This design comes from an exercise in tuning for small area, a short achievable clock period and few clock cycles per item on the open sky130 flow, not from production work.
The RTL was checked by simulation tests, not by an equivalence proof against the original design.

==> raven: inputs <==
## pu24_alu
module pu24_alu (
    input  wire        clk,
    input  wire        rst,
    input  wire        in_valid,
    output wire        in_ready,
    input  wire [1:0]  in_op,
    input  wire [31:0] in_a,
    input  wire [31:0] in_b,
    output reg         out_valid,
    output wire [31:0] out_word,
    output wire [3:0]  out_res,
    output reg         out_div0
);
clock: 20.0 ns
lec_check: 0
cap_margin: 20
core_margin: 2
core_utilization: 40
slew_margin: 20
run.sh (not shown) runs the stock make flow with config.mk's settings and CLKGATE_MAP_FILE= SYNTH_SCRIPT=/design/flow/synth_recipe.tcl, a recipe that flattens the netlist after the stock synthesis.
==> xenon (differences from raven) <==
==> flow/flow/run.sh (new file) <==
#!/bin/bash
# Layout: the standard flow (standard.sh: standard synthesis, floorplan,
# placement, CTS, routing, finish) unchanged, except that the resizer's
# repair_timing is asked for a larger setup margin, so that it keeps sizing
# and buffering the critical paths well below the clock period. The SDC and
# every other setting are the standard flow's. make's output goes to flow_make.log here;
# ORFS keeps each step's log under orfs/logs/.
set -euo pipefail
MARGIN=$(cat flow/margin.txt)
bash standard.sh SETUP_SLACK_MARGIN="$MARGIN" finish > flow_make.log 2>&1
==> flow/flow/margin.txt (new file) <==
11
==> flow/standard.sh (new file) <==
#!/bin/bash
# synth_recipe.tcl (not shown) runs the flow's synth.tcl, then flattens the netlist and writes it again
# the make line also repeats each setting of config.mk as NAME=value (left out here)
make -C /OpenROAD-flow-scripts/flow DESIGN_CONFIG=/design/flow/config.mk WORK_HOME=/design/flow/orfs CLKGATE_MAP_FILE= SYNTH_SCRIPT=/design/flow/synth_recipe.tcl "${@:-finish}"
removed: flow/run.sh
==> cedar (differences from raven) <==
==> flow/flow/run.sh (new file) <==
#!/bin/bash
# Layout: the standard flow (standard.sh: standard synthesis, floorplan,
# placement, CTS, routing, finish) unchanged, except that the resizer's
# repair_timing is asked for a larger setup margin, so that it keeps sizing
# and buffering the critical paths well below the clock period. The SDC and
# every other setting are the standard flow's. make's output goes to flow_make.log here;
# ORFS keeps each step's log under orfs/logs/.
set -euo pipefail
MARGIN=$(cat flow/margin.txt)
bash standard.sh SETUP_SLACK_MARGIN="$MARGIN" finish > flow_make.log 2>&1
==> flow/flow/margin.txt (new file) <==
11
==> flow/standard.sh (new file) <==
#!/bin/bash
# synth_recipe.tcl (not shown) runs the flow's synth.tcl, then flattens the netlist and writes it again
# the make line also repeats each setting of config.mk as NAME=value (left out here)
make -C /OpenROAD-flow-scripts/flow DESIGN_CONFIG=/design/flow/config.mk WORK_HOME=/design/flow/orfs CLKGATE_MAP_FILE= SYNTH_SCRIPT=/design/flow/synth_recipe.tcl "${@:-finish}"
- CORE_UTILIZATION: 40 -> 60
- PLACE_DENSITY: default -> 0.72
removed: flow/run.sh
==> qor.csv <==
metric,value,unit
hold_start,acc[69]$_SDFFE_PP0P_,
hold_ws,0.458,ns
outcome,no timing/DRC/antenna violations,
critPathArrivalTime,7.38,ns
clkLatencyLatePin,0.58,ns
gp_congestion,1.03,
routed_via_density,5.81,
timing.final.crit_share,0.569,
post-cts-setup-buffers,0,
That was raven.
==> qor.csv <==
metric,value,unit
outcome,no timing/DRC/antenna violations,
whs_endpoint,acc[26]$_SDFFE_PP0P_,
hold_start,acc[26]$_SDFFE_PP0P_,
post-cts-setup-buffers,79,
critPathArrivalTime,6.17,ns
routed_via_density,5.80,
timing.final.crit_share,0.508,
clkLatencyLatePin,0.60,ns
hold_ws,0.453,ns
That was xenon.
==> qor.csv <==
metric,value,unit
gp_congestion,1.02,
timing.final.crit_share,0.507,
hold_start,acc[46]$_SDFFE_PP0P_,
clkLatencyLatePin,0.58,ns
outcome,no timing/DRC/antenna violations,
critPathArrivalTime,6.14,ns
That was cedar.
Testbench counts of raven, summed over its fixed seeds: cycles 14,506, items 4,800.
Testbench counts of xenon, summed over its fixed seeds: cycles 14,506, items 4,800.
Testbench counts of cedar, summed over its fixed seeds: cycles 14,506, items 4,800.

-- static timing again, ports no longer ideal --
How much do the figures lean on ideal ports? The routed layouts below were timed once more, with nothing changed but the port constraints. Step 1: set_driving_cell puts a clkbuf_16 on clk and a buf_2 on each other input, an assumption about the parent block. Step 2 moves the port delays by t, midway between the first and last clock arrival at a register: inputs arrive t later, outputs are due t later. That takes back most of the time a late clock gives input paths. Three values: no drivers, after step 1, after step 2; two values: the first two.
run	t (ns)	setup slack, ns	clock arrival spread, ns	slew at the worst register clock pin (ns)
raven	0.619	8.621 / 8.566 / 8.759	0.028 / 0.028	0.07 / 0.07
xenon	0.661	9.835 / 9.764 / 10.425	0.026 / 0.026	0.08 / 0.08
cedar	0.637	9.863 / 9.794 / 10.430	0.029 / 0.029	0.07 / 0.07
After both steps every run listed still meets setup and hold.
